Source: an optimization exercise on an open RTL-to-GDS flow (aim: small area). Production flows keep margins and buffers that such runs may drop. Only simulation tests tie the RTL to the original design; equivalence was not proved.

$ cat flow/run.sh
#!/bin/bash
# synth_recipe.tcl (not shown) runs the flow's synth.tcl, then flattens the netlist and writes it again
# the make line also repeats each setting of config.mk as NAME=value (left out here)
make -C /OpenROAD-flow-scripts/flow DESIGN_CONFIG=/design/flow/config.mk WORK_HOME=/design/flow/orfs CLKGATE_MAP_FILE= SYNTH_SCRIPT=/design/flow/synth_recipe.tcl finish
$ cat flow/config.mk
export PLATFORM = sky130hd
export DESIGN_NAME = lk7_g1_fetch
export DESIGN_NICKNAME = lk7_g1_fetch
export VERILOG_FILES = /design/flow/design.v
export SDC_FILE = /design/flow/constraint.sdc
export NUM_CORES = 4
export LEC_CHECK = 0
export CAP_MARGIN = 20
export CORE_AREA = 10 10 690 690
export DIE_AREA = 0 0 700 700
export SLEW_MARGIN = 20
$ cat flow/constraint.sdc
create_clock -name core_clock -period 8.0 [get_ports {clk}]
set_input_delay 1.6000 -clock core_clock [delete_from_list [all_inputs] [get_ports {clk}]]
set_output_delay 1.6000 -clock core_clock [all_outputs]
set_load 0.01 [all_outputs]
$ cat flow/design.v
module lk7_ecc_enc (
    input  wire [95:0] data,
    output reg  [7:0]  check
);
    integer p, b, k;
    always @* begin
        check = 8'd0;
        k = 0;
        for (p = 1; p < 104; p = p + 1) begin
            if ((p & (p - 1)) != 0) begin
                for (b = 0; b < 7; b = b + 1)
                    if (((p >> b) & 1) != 0)
                        check[b] = check[b] ^ data[k];
                k = k + 1;
            end
        end
        check[7] = (^data) ^ (^check[6:0]);
    end
endmodule
module lk7_fetch_check (
    input  wire [103:0] code,         
    input  wire [11:0]  sched_len,    
    output reg  [95:0]  word,         
    output wire [7:0]   syndrome,
    output wire         corrected,
    output wire         uncorrectable,
    output wire         rm_fault,     
    output wire         rm_word,      
    output wire         rm_aux,       
    output wire         sb_fault,     
    output wire [1:0]   sb_field,     
    output wire         pb_fault,     
    output wire [2:0]   pb_class,     
    output wire         exec          
);
    wire [95:0] data  = code[95:0];
    wire [7:0]  chk_s = code[103:96];
    wire [7:0] chk_c;
    lk7_ecc_enc u_enc (.data(data), .check(chk_c));
    wire [6:0] s_low = chk_s[6:0] ^ chk_c[6:0];
    wire       s_par = (^data) ^ (^chk_s);
    assign syndrome = {s_par, s_low};
    wire any_err = (syndrome != 8'd0);
    assign corrected     = s_par && (s_low <= 7'd103);
    assign uncorrectable = any_err && !corrected;
    integer p, k;
    always @* begin
        word = data;
        k = 0;
        for (p = 1; p < 104; p = p + 1) begin
            if ((p & (p - 1)) != 0) begin
                if (corrected && {25'd0, s_low} == p)
                    word[k] = ~data[k];
                k = k + 1;
            end
        end
    end
    wire [3:0]  mode = word[75:72];
    wire [10:0] aux  = word[86:76];
    wire [2:0]  pwr  = word[89:87];
    wire [5:0]  rsvd = word[95:90];
    reg [10:0] aux_mask;
    always @* begin
        case (mode)
            4'h2:    aux_mask = 11'h007;   
            4'h3:    aux_mask = 11'h1FF;   
            4'h4:    aux_mask = 11'h7FF;   
            4'h5:    aux_mask = 11'h001;   
            4'h6:    aux_mask = 11'h1FF;   
            4'h7:    aux_mask = 11'h003;   
            4'h8:    aux_mask = 11'h03F;   
            4'h9:    aux_mask = 11'h1FF;   
            4'hA:    aux_mask = 11'h001;   
            4'hB:    aux_mask = 11'h3FF;   
            4'hC:    aux_mask = 11'h03F;   
            default: aux_mask = 11'h000;   
        endcase
    end
    wire mode_rsvd = (mode >= 4'hD);
    wire rw = (rsvd != 6'd0);
    wire ra = ((aux & ~aux_mask) != 11'd0);
    reg [3:0] op_bad;
    reg [13:0] op;
    integer i;
    always @* begin
        for (i = 0; i < 4; i = i + 1) begin
            op = word[16 + 14*i +: 14];
            case (op[13:12])
                2'b00: op_bad[i] = !(({1'b0, op[11:0]} < {1'b0, sched_len}) ||
                                     (op[11:0] >= 12'h800 && op[11:0] <= 12'h9FF));
                2'b01: op_bad[i] = (op[11:0] > 12'h00F);
                2'b10: op_bad[i] = (op[11:0] > 12'h3FF);
                default: op_bad[i] = !(op[11:0] == 12'h000 || op[11:0] == 12'h001 ||
                                       op[11:0] == 12'h002 || op[11:0] == 12'h004 ||
                                       op[11:0] == 12'h005 || op[11:0] == 12'h008 ||
                                       (op[11:0] >= 12'h010 && op[11:0] <= 12'h013) ||
                                       (op[11:0] >= 12'h018 && op[11:0] <= 12'h01B));
            endcase
        end
    end
    wire sb_any = (mode != 4'h0) && !mode_rsvd && (op_bad != 4'd0);
    reg [1:0] sb_low;
    always @* begin
        if (op_bad[0])      sb_low = 2'd0;
        else if (op_bad[1]) sb_low = 2'd1;
        else if (op_bad[2]) sb_low = 2'd2;
        else                sb_low = 2'd3;
    end
    reg [2:0] act;
    always @* begin
        case (mode)
            4'h0: act = 3'd0;
            4'h1: act = 3'd1;
            4'h2, 4'h3, 4'hC: act = 3'd2;
            4'h4, 4'hB: act = 3'd3;
            4'h5, 4'h6, 4'h8, 4'h9: act = 3'd4;
            4'h7: act = aux[1] ? 3'd6 : 3'd5;
            4'hA: act = 3'd7;
            default: act = 3'd0;
        endcase
    end
    wire pb_any = !mode_rsvd && (pwr < act);
    assign rm_word  = !uncorrectable && rw;
    assign rm_aux   = !uncorrectable && ra;
    assign rm_fault = !uncorrectable && (rw || ra || mode_rsvd);
    assign sb_fault = !uncorrectable && sb_any;
    assign sb_field = sb_fault ? sb_low : 2'd0;
    assign pb_fault = !uncorrectable && pb_any;
    assign pb_class = pb_fault ? act : 3'd0;
    assign exec     = !uncorrectable && !rm_fault && !sb_fault && !pb_fault;
endmodule
module lk7_g1_fetch #(
    parameter NBP = 8
) (
    input  wire               clk,
    input  wire               rst_n,           
    input  wire               fetch_valid,
    input  wire [11:0]        sched_len,
    input  wire [NBP*104-1:0] fetch_code,
    input  wire               wr_valid,
    input  wire [95:0]        wr_data,
    output reg                out_valid,
    output reg  [NBP*96-1:0]  out_word,
    output reg  [NBP*8-1:0]   out_syndrome,
    output reg  [NBP-1:0]     out_corrected,
    output reg  [NBP-1:0]     out_uncorrectable,
    output reg  [NBP-1:0]     out_rm_fault,
    output reg  [NBP-1:0]     out_rm_word,
    output reg  [NBP-1:0]     out_rm_aux,
    output reg  [NBP-1:0]     out_sb_fault,
    output reg  [NBP*2-1:0]   out_sb_field,
    output reg  [NBP-1:0]     out_pb_fault,
    output reg  [NBP*3-1:0]   out_pb_class,
    output reg  [NBP-1:0]     out_exec,
    output reg                wr_check_valid,
    output reg  [7:0]         wr_check
);
    wire [NBP*96-1:0] c_word;
    wire [NBP*8-1:0]  c_syn;
    wire [NBP-1:0]    c_corr, c_unc, c_rm, c_rmw, c_rma, c_sb, c_pb, c_exec;
    wire [NBP*2-1:0]  c_sbf;
    wire [NBP*3-1:0]  c_pbc;
    genvar g;
    generate
        for (g = 0; g < NBP; g = g + 1) begin : bp
            lk7_fetch_check u_chk (
                .code         (fetch_code[g*104 +: 104]),
                .sched_len    (sched_len),
                .word         (c_word[g*96 +: 96]),
                .syndrome     (c_syn[g*8 +: 8]),
                .corrected    (c_corr[g]),
                .uncorrectable(c_unc[g]),
                .rm_fault     (c_rm[g]),
                .rm_word      (c_rmw[g]),
                .rm_aux       (c_rma[g]),
                .sb_fault     (c_sb[g]),
                .sb_field     (c_sbf[g*2 +: 2]),
                .pb_fault     (c_pb[g]),
                .pb_class     (c_pbc[g*3 +: 3]),
                .exec         (c_exec[g])
            );
        end
    endgenerate
    wire [7:0] enc_check;
    lk7_ecc_enc u_wenc (.data(wr_data), .check(enc_check));
    always @(posedge clk) begin
        if (!rst_n) begin
            out_valid      <= 1'b0;
            wr_check_valid <= 1'b0;
        end else begin
            out_valid      <= fetch_valid;
            wr_check_valid <= wr_valid;
        end
        out_word          <= c_word;
        out_syndrome      <= c_syn;
        out_corrected     <= c_corr;
        out_uncorrectable <= c_unc;
        out_rm_fault      <= c_rm;
        out_rm_word       <= c_rmw;
        out_rm_aux        <= c_rma;
        out_sb_fault      <= c_sb;
        out_sb_field      <= c_sbf;
        out_pb_fault      <= c_pb;
        out_pb_class      <= c_pbc;
        out_exec          <= c_exec;
        wr_check          <= enc_check;
    end
endmodule
==> flow_summary.toml <==
[worst_setup_path]
end_kind = "flip-flop"
worst-path-max-fanout = 5
cp-start-kind = "primary input"
crit_arrival_ns = 8.40
crit_required_ns = 8.77
slowest_delay_ns = 0.82
crit_slowest_cell = "clkdlybuf4s50_1"
worstSetupPathType = "primary input to flip-flop"

[routing]
drc = 0
viasPerCell = 4.29
dr.pass1.iters = 6
vias = 73572
drtAntennaViolNets = 0
wl_per_cell_um = 34.6
totalWireLength_mm = 594
drtIter0Drc = 7047

[placed_design]
dp.cells = 16833
place_congestion = 1.00
io_buffers = 1889
dp_hpwl_mm = 526

[logic_synthesis]
synth_top_family_by_area = "XOR/XNOR gates"
synthXorXnorAreaFrac_pct = 38.9
synth_compound_area_share_pct = 9.95
syn_area_mm2 = 0.0714
ys_seq_area_share_pct = 26.5
syn_area_per_cell_um2 = 9.18
synthArstFlopShare_pct = 0
yosys.area_share.simple_pct = 14.2
yosys.area.top_type_share_pct = 26.5
yosysTopAreaCell = "dfxtp_1"
syn_nets = 9097
syn_inst = 7773
ys_seq_elements = 946
synth_warnings = 3
yosys.area_share.adder_pct = 6.75
synth_mux_area_share_pct = 0.396
synth.area.top_cells = "dfxtp_1 27%, xnor2_1 24%, xnor3_1 7.5%"
netlist-cell-type-count = 117
synthFlopType = "dfxtp_1"
synth_edf_count = 0

[cts]
cts_buffers = 142
cts_root_buffer = "clkbuf_16"
cts.sink_count = 946
cts_resized = 0
tritoncts = "yes"
cts_setup_buffers = 0
clk_pin_slew_ns = 0.06
h-tree-depth = 4
clock_path_buffers = 4
hold_buffers = 0

[power_and_ir_drop]
p_leak_nw = 44.5
ir_worst_vdd_mv = 0.767
p_clk_share_pct = 12.0
power_frac_seq_pct = 11.7
powerDensity_mw_per_mm2 = 515
comb_power_share_pct = 76.3
p_switching_mw = 30.8
total_power_mw = 57.8
p_int_mw = 26.9
power_switching_share_pct = 53.3

[floorplan]
design.die.area_mm2 = 0.490
io_pins = 1890
core_area_mm2 = 0.460
die_h_um = 700
die_w_um = 700
num_rows = 249
start_util_pct = 15.5

[run]
drv_cap = 0

[grt]
grt_usage_pct = 23.0
antenna_found_initial = 183
grt_pass1_vias = 72711
globalRouteOverflowTotal = 0
grt_first_pass_wirelength_mm = 750
grt_start_max_net_pins = 28

[layout]
final_layout_size_suffix_gt1_share_pct = 16.4
fin_cells = 17157
area_growth_syn_to_layout_pct = 57.0
final_common_cell = "xnor2_1"
nNetsFinal = 12152
layout_common_cells = "1914 x xnor2_1, 1888 x clkdlybuf4s50_1, 1343 x buf_4, 946 x dfxtp_1, 704 x nand2_1"

[sta]
rsz0062_at_grt = "false"
worstMarginPinSlew_ns = 1.44
fin_setup_tns_ns = 0
hold_violations = 0
layout_worst_path_cycle_share_pct = 95.4
slew_viol_final = 0
final-setup-viol-count = 0
fmax_ghz = 0.131
slew_headroom_pct = 2.98
finalCriticalPeriod_ns = 7.63

[worst_hold_path]
hold_path.class = "primary input to flip-flop"

[status]
status = "no timing/DRC/antenna violations"
[critical path: cells and delay by family]
kind	cells	cell delay [ns]
compound gates	7	1.69
xor+xnor	6	2.01
fa+ha+maj	1	0.36
buf+inv	6	1.71
simple gates	6	1.02
[per-layer routing]
metal  up-vias  wire, um  track usage [%]
li1      32489         -                -
met1     36183    232000             27.2
met2      3913    266000             37.1
met3       881     60800             8.01
met4       106     33500             10.9
met5         -       660                0
[power by group through the flow]
stage	clock network [mW]	logic, mW	registers, mW
6_report	6.94	44.0	6.78
5_1_grt	7.32	45.8	6.85
4_1_cts	7.19	43.3	6.79
3_3_place_gp	0	43.3	6.86
2_1_floorplan	0	19.2	7.13
3_5_place_dp	0	43.1	6.86
[stage by stage]
stage / setup WS (ns) / hold WS [ns] / area (um^2) / utilization (%)
floorplan: 0.770 / 1.70 / 71400 / -
global placement: -0.342 / 2.19 / 107000 / 23.2
detailed placement: -0.322 / 2.18 / 107000 / 23.2
CTS: 0.590 / 1.19 / 112000 / 24.3
global route: 0.165 / 1.26 / 112000 / 24.3
finish: 0.369 / 1.31 / 112000 / 24.3
[cells by family after synthesis]
logic type / Yosys count
AO/OA/AOI/OAI: 1049
buffers and inverters: 578
multiplexers: 27
flip-flops: 946
XOR/XNOR: 2703
adder cells (fa/ha/maj): 386
AND/OR/NAND/NOR: 2084
[registers in the layout, indices dropped and copies added (netlist names)]
signal,flops
out_sb_field,16
out_rm_fault,8
out_sb_fault,8
out_uncorrectable,8
out_syndrome,64
out_exec,8
out_pb_fault,8
out_pb_class,24
wr_check,8
out_rm_aux,8
out_rm_word,8
out_corrected,8
out_valid,1
wr_check_valid,1
out_word,768
[layout make-up]
cell class / count / area [um^2]
Tap cell: 6149 / 7690
Antenna cell: 65 / 163
Clock buffer: 177 / 3890
Multi-Input combinational cell: 6249 / 50100
Clock inverter: 82 / 1090
Inverter: 244 / 946
Timing Repair Buffer: 3245 / 29300
Fill cell: 50232 / 348000
Sequential cell: 946 / 18900
[synth_stat cells (116+ instances only)]
cell,number
xor2_1,481
nand2_1,704
nor2_1,459
buf_2,116
dfxtp_1,946
ha_1,380
a21oi_1,224
xnor3_1,239
xnor2_1,1915
nand3_1,139
inv_1,222
o21ai_0,222
nor3_1,143
clkbuf_1,195
[worst paths after layout]
kind	startpoint	endpoint	slack, ns	cells past startpoint
worst max-delay path	fetch_code[12]	out_exec[0]	0.37	26
worst min-delay path	fetch_valid	out_valid	1.31	2

==> re-timing with driven ports <==
How much do the figures lean on ideal ports? The routed layout below was timed once more, with nothing changed but the port constraints.
Step 1 assumes that a clkbuf_16 drives the clock port and a buf_2 every other input.
Step 2 also shifts input and output timing later by t, the mid clock arrival at the registers, as if the neighbouring blocks saw the same clock.
a / b / c = ideal ports / drivers / drivers and shift; a / b = the first two.
t (ns): 0.946
slack for setup (ns): 0.369 / 0.333 / -0.613
hold slack, ns: 1.310 / 1.246 / 2.192
clock arrival spread, ns: 0.110 / 0.110
worst slew at a driven data input, ns: 0.40
Met with ideal ports but missed after step 2: setup timing in this run. The setup slack of this run moves by -0.036 ns with the drivers and by -0.982 ns with both steps.
